This is an optimization exercise on Yosys and OpenROAD, whose aim is small area and a short achievable clock period, not a production implementation. Where RTL was checked, it was by simulation tests only, not by an equivalence proof against the original. For run 1, only the layout was checked, not whether the RTL still works.

==> flow/design.v, too long to show whole: its modules and the start of the top module <==
// module strand_codec: 1123 lines
module strand_codec (
    input  wire         clk,
    input  wire         rst,
    input  wire         enc_in_valid,
    input  wire [255:0] enc_in_data,
    output reg          enc_out_valid,
    output reg  [31:0]  enc_out_check,
    input  wire         dec_in_valid,
    input  wire [287:0] dec_in_lanes,
    input  wire         dec_in_policy,      
    input  wire         dec_in_erasure,     
    input  wire [5:0]   dec_in_dead_lane,   
    output reg          dec_out_valid,
    output reg  [2:0]   dec_out_kind,
    output reg  [255:0] dec_out_data,
    output reg  [31:0]  dec_out_syn,
    output reg  [5:0]   dec_out_lane,
    output reg  [7:0]   dec_out_value
);
  // ...
==> flow/flow/run.sh <==
#!/bin/bash
# The standard layout (the standard.sh, ORFS), with two changes to how it
# is made: plain buf_1 port buffers instead of the delay cells buffer_ports
# picks by default, and repair_timing aiming for setup slack of
# SETUP_SLACK_MARGIN ns beyond the (unchanged) clock period instead of 0.
# ORFS writes each step's log under orfs/logs; make's output goes to
# standard.log.
bash standard.sh "BUFFER_PORTS_ARGS=-buffer_cell sky130_fd_sc_hd__buf_1" \
    SETUP_SLACK_MARGIN=30 finish > standard.log 2>&1
==> flow/standard.sh <==
#!/bin/bash
# synth_recipe.tcl (not shown) runs the flow's synth.tcl, then flattens the netlist and writes it again
# the make line also repeats each setting of config.mk as NAME=value (left out here)
make -C /OpenROAD-flow-scripts/flow DESIGN_CONFIG=/design/flow/config.mk WORK_HOME=/design/flow/orfs CLKGATE_MAP_FILE= SYNTH_SCRIPT=/design/flow/synth_recipe.tcl "${@:-finish}"
==> flow/config.mk <==
export PLATFORM = sky130hd
export DESIGN_NAME = strand_codec
export DESIGN_NICKNAME = strand_codec
export VERILOG_FILES = /design/flow/design.v
export SDC_FILE = /design/flow/constraint.sdc
export NUM_CORES = 4
export LEC_CHECK = 0
export CAP_MARGIN = 20
export CORE_MARGIN = 2
export CORE_UTILIZATION = 40
export PLACE_DENSITY = 0.6
export SLEW_MARGIN = 20
==> flow/constraint.sdc <==
create_clock -name core_clock -period 40.0 [get_ports {clk}]
set_input_delay 8.0000 -clock core_clock [delete_from_list [all_inputs] [get_ports {clk}]]
set_output_delay 8.0000 -clock core_clock [all_outputs]
set_load 0.01 [all_outputs]
==> results.json, run 1 <==
{
  "status": "timing/DRC/antenna clean",
  "relSlewSlack_pct": 16.8,
  "endpoint": "syn1[16]",
  "clk_pin_slew_ps": 80,
  "die_width_um": 424,
  "routed.top_layer": "met5",
  "cpLargestDelayFamily": "XOR/XNOR gates",
  "fp.dieArea_um2": 179000,
  "place_congestion": 1.08,
  "multi_input_area_um2": 55800,
  "netlist_top_cells_count": "xnor2_1, dfxtp_1, xor2_1",
  "crit_cells": 8,
  "max_stage_delay_ps": 770,
  "clockBufferDepth": 3,
  "fin_ws_ps": 29800,
  "synthTopCellsByArea": "xnor2_1, dfxtp_1, xor2_1",
  "largest_cell_class": "multi-input combinational cells",
  "sh_seq_area_pct": 16.9,
  "r2r_start": "syn1[1]",
  "required_ps": 40580,
  "ys_types": 99,
  "cts_tree": "built",
  "hold_viol": 0,
  "cts_sinks": 685,
  "holdCritStartpoint": "w1[149]",
  "inverters": 81,
  "cts_buffers": 78,
  "min_path_cells": 1,
  "period_needed_ps": 10200,
  "maxCapViolations": 0,
  "mostFrequentLayoutCells": "xnor2_1, buf_1, dfxtp_1",
  "taps": 2325,
  "nClkBuffers": 108,
  "hold_buffers": 0,
  "drt_wl_total_mm": 442,
  "synth_compound_area_share_pct": 11.0,
  "synth-adder-area-share_pct": 1.45,
  "use_met2_pct": 67.5
}
==> run 2: changes to the inputs <==
--- a/flow/design.v
+++ b/flow/design.v
@@ -1035,17 +1035,17 @@
     reg [31:0]  syn1;
     reg [255:0] w1;
     always @(posedge clk) begin
         if (rst) v1 <= 1'b0;
         else     v1 <= dec_in_valid;
         pol1 <= dec_in_policy;
         era1 <= dec_in_erasure;
         dl1  <= dec_in_dead_lane;
-        aq1  <= dec_in_erasure ? alpha_lane(dec_in_dead_lane) : 8'h00;
+        aq1  <= alpha_lane(dec_in_dead_lane);
         a2q1 <= alpha2_lane(dec_in_dead_lane);
         syn1 <= dec_syn;
         w1   <= dec_in_lanes[255:0];
     end
     wire [7:0] s0 = syn1[7:0];
     wire [7:0] s1 = syn1[15:8];
     wire [7:0] s2 = syn1[23:16];
     wire [7:0] s3 = syn1[31:24];
@@ -1053,24 +1053,27 @@
     wire [7:0] t1 = s2 ^ gf_mul(aq1, s1);
     wire [7:0] t2 = s3 ^ gf_mul(aq1, s2);
     wire er_poison = (t0 == 8'h0F) &&
                      (t1 == (8'h55 ^ gf_mul(aq1, 8'h0F))) &&
                      (t2 == (8'h73 ^ gf_mul(aq1, 8'h55)));
     wire t_zero    = (t0 == 8'h00) && (t1 == 8'h00) && (t2 == 8'h00);
     wire s_zero    = (syn1 == 32'h0);
     wire s_poison  = (syn1 == POISON_SYN);
-    wire       cons1 = (gf_sq(t1) == gf_mul(t0, t2));
-    wire       cons2 = era1 || (gf_sq(s1) == gf_mul(s0, s2));
+    wire [7:0] x0 = era1 ? t0 : s0;
+    wire [7:0] x1 = era1 ? t1 : s1;
+    wire [7:0] x2 = era1 ? t2 : s2;
+    wire       cons1 = (gf_sq(x1) == gf_mul(x0, x2));
+    wire       cons2 = era1 || (gf_sq(s2) == gf_mul(s1, s3));
     wire [35:0] q_hot, p_hot;
     genvar gk;
     generate
         for (gk = 0; gk < 36; gk = gk + 1) begin : g_pos
             assign q_hot[gk] = (dl1 == lane_of_pos(gk));
-            assign p_hot[gk] = (t0 != 8'h00) && (t1 == gf_mul(t0, EXPK(gk))) &&
+            assign p_hot[gk] = (x0 != 8'h00) && (x1 == gf_mul(x0, EXPK(gk))) &&
                                !(era1 && q_hot[gk]);
         end
     endgenerate
     wire hit = (|p_hot) && cons1 && cons2;
     wire [7:0] dd  = s2 ^ gf_mul(a2q1, s0);
     wire [7:0] e   = era1 ? gf_mul(gf_sq(t0), gf_inv(dd)) : s0;
     reg [2:0] kind;
     always @(*) begin
==> flow/run.sh (new file) <==
#!/bin/bash
# synth_recipe.tcl (not shown) runs the flow's synth.tcl, then flattens the netlist and writes it again
# the make line also repeats each setting of config.mk as NAME=value (left out here)
make -C /OpenROAD-flow-scripts/flow DESIGN_CONFIG=/design/flow/config.mk WORK_HOME=/design/flow/orfs CLKGATE_MAP_FILE= SYNTH_SCRIPT=/design/flow/synth_recipe.tcl finish
removed: flow/flow/run.sh
removed: flow/standard.sh
==> run 2 against run 1 <==
Largest cell class unchanged. Via count shrank 3.0%. Hold slack lost 19 ps. First-iteration DRC count grew 0.49%. Utilization grew 1.9 points. Highest routed layer unchanged. Critical endpoint is now syn1[31]. Area after synthesis shrank 1.7%.
==> results.json, run 2 <==
{
  "status": "timing/DRC/antenna clean",
  "cts_sinks": 682,
  "path_max_fanout": 5,
  "grt_max_degree": 81,
  "cts_buffers": 78,
  "multi_input_area_um2": 53200,
  "fp.coreArea_um2": 172000,
  "r2r_start": "aq1[2]",
  "setup-tns-final_ps": 0,
  "end_kind": "flop",
  "regArea_um2": 13700,
  "place_congestion": 1.14,
  "portBuffers": 894,
  "slew_viol_final": 0,
  "yosysMostFrequentCell": "xnor2_1",
  "die_width_um": 420,
  "grt_setup_unrepaired": "false",
  "clk_pin_slew_ps": 100,
  "synth_top_family_by_area": "XOR/XNOR gates",
  "endpoint": "syn1[31]",
  "routed-wl-met3_mm": 57.2,
  "setup_viol_count_final": 0,
  "synth_mux_area_share_pct": 1.32,
  "clk_latency_ps": 760,
  "worst_clock_skew_ps": 85.9,
  "h-tree-depth": 3,
  "wl_per_cell_um": 38.9,
  "layout_top_registers": "dec_out_data x256, w1 x256",
  "start_util_pct": 40.3,
  "antenna_found_initial": 66,
  "yosysTopAreaCellShare_pct": 39.6,
  "yosysTopAreaCell": "xnor2_1",
  "yosys.area_share.simple_pct": 8.76,
  "grt_pass1_vias": 60663,
  "netlist_top_cells_count": "xnor2_1, xor2_1, dfxtp_1",
  "grt_overflow": 0,
  "min_path_type": "flop to flop",
  "vias": 65347,
  "fp.dieArea_um2": 176000,
  "cts_resized": 0,
  "layout_commonest_cell": "xnor2_1",
  "areaGrowthSynthToFinish_pct": 20.6,
  "dp_hpwl_mm": 346,
  "worst_pin_slew_ps": 1290,
  "cts_setup_buffers": 0,
  "synth-adder-area-share_pct": 1.31,
  "critPathLaunchType": "primary input",
  "avgSynthCellArea_um2": 8.77,
  "ff2ff_setup_slack_ps": 29150,
  "route.met2.wl_mm": 172,
  "relSlewSlack_pct": 13.3,
  "synth_area_um2": 69200,
  "syn-num-nets": 8522,
  "wl_met1_mm": 169,
  "synth_compound_area_share_pct": 10.1,
  "nets": 9130,
  "seq_area_frac_synth_pct": 19.7,
  "drt_wl_total_mm": 424,
  "max_freq_mhz": 89.9,
  "viasPerCell": 6.00,
  "whs_ps": 388,
  "die_h_um": 420,
  "grt_first_pass_wirelength_mm": 553,
  "maxCapViolations": 0,
  "drcViolationCount": 0,
  "synthFlopType": "dfxtp_1",
  "period_needed_ps": 11130,
  "grt_util_all_layers_pct": 46.3,
  "drtPass1Iterations": 7,
  "finalCoreUtilization_pct": 48.6,
  "finalCritPeriodShare_pct": 27.8,
  "synth_edf_count": 0,
  "r2r_end": "dec_out_data[237]",
  "synth_cells": 7896,
  "hold_viol": 0,
  "drive_gt1_share_pct": 5.53,
  "rows": 152,
  "postSynth.asyncResetShare_pct": 0,
  "critical_path_class": "primary input to flop",
  "required_ps": 40550,
  "root_buffer": "clkbuf_16",
  "worst-r2r-cell-count": 25,
  "synth_seq_cells": 682,
  "crit_start": "dec_in_lanes[50]",
  "critPathArrivalTime_ps": 11680,
  "fill_cells": 16624,
  "synth-xor-area-share_pct": 54.8,
  "synthTopCellsByArea": "xnor2_1, dfxtp_1, xor2_1",
  "holdCritStartpoint": "w1[248]",
  "mostFrequentLayoutCells": "xnor2_1, clkdlybuf4s50_1, xor2_1",
  "io_pins": 895,
  "ys_types": 108,
  "routed.top_layer": "met5",
  "drt_iter0_drc": 11166,
  "cts_tree": "built",
  "yosysWarnings": 1,
  "antenna_left": 0,
  "hold_buffers": 0,
  "clockBufferDepth": 3
}
## run 2: logic make-up after synthesis
group	after synthesis
AOI/OAI and AO/OA	1005
xor gates and xnor gates	4046
muxes	86
adders and majority gates	70
and+or+nand+nor	1334
DFF	682
buffers and inverters	673
## run 2: worst min-delay path by stage
stage / endpoint / slack, ps / cells after the start
floorplan: dec_out_syn[14] / 330 / 0
global placement: dec_out_data[42] / 410 / 1
detailed placement: dec_out_data[169] / 420 / 1
CTS: dec_out_data[216] / 400 / 1
global route: dec_out_data[106] / 410 / 1
finish: dec_out_data[248] / 390 / 1
## run 2: critical path: stages
cell and delay, ps:
clkdlybuf4s50_1 770, xor2_1 320, xnor2_1 210, xnor2_1 160
xnor2_1 920, xnor2_1 310, xnor2_1 300, xnor3_1 490
xnor3_1 190
## run 2: layout make-up
class | instances | share of cell area (%)
timing repair buffer | 1087 | 12.4
sequential | 682 | 16.4
tap | 2310 | 3.46
clock buffer | 95 | 2.54
inverter | 114 | 0.513
multi-input combinational | 6541 | 63.7
clock inverter | 48 | 0.866
antenna | 23 | 0.0689
## run 2: layer usage
metal,vias to the layer above,global-route usage [%]
li1,27064,-
met1,32024,61.1
met2,5144,65.8
met3,1077,17.1
met4,38,22.3
met5,-,2.20
## run 2: stage by stage
step	instances	area (um2)	setup slack, ps
finish	10900	83500	28870
global route	10888	83500	28720
CTS	10872	83400	29140
global placement	10728	80500	28410
floorplan	7896	69200	29790
detailed placement	10729	80500	28480

## re-timing with driven ports
The results above use ideal ports. As a check the final layouts listed here were re-extracted and re-timed, cells and wires unchanged. Step 1 assumes that a clkbuf_16 drives the clock port and a buf_2 every other input. Step 2 times the ports against the registers' clock, not the clock port: input delays grow and output delays shrink by t, the midpoint of the rising clock arrivals with the driver on. a / b / c = ideal ports / drivers / drivers and shift; a / b = the first two.
| run | t (ns) | setup slack, ns | clock arrival spread, ns |
|---|---|---|---|
| run 1 | 0.822 | 29.798 / 29.866 / 29.044 | 0.116 / 0.116 |
| run 2 | 0.806 | 28.870 / 28.902 / 28.096 | 0.086 / 0.086 |
After both steps setup and hold are still met in every run listed. For run 2, which loses most, drivers alone change the setup slack by +0.032 ns; drivers and shift together by -0.774 ns.
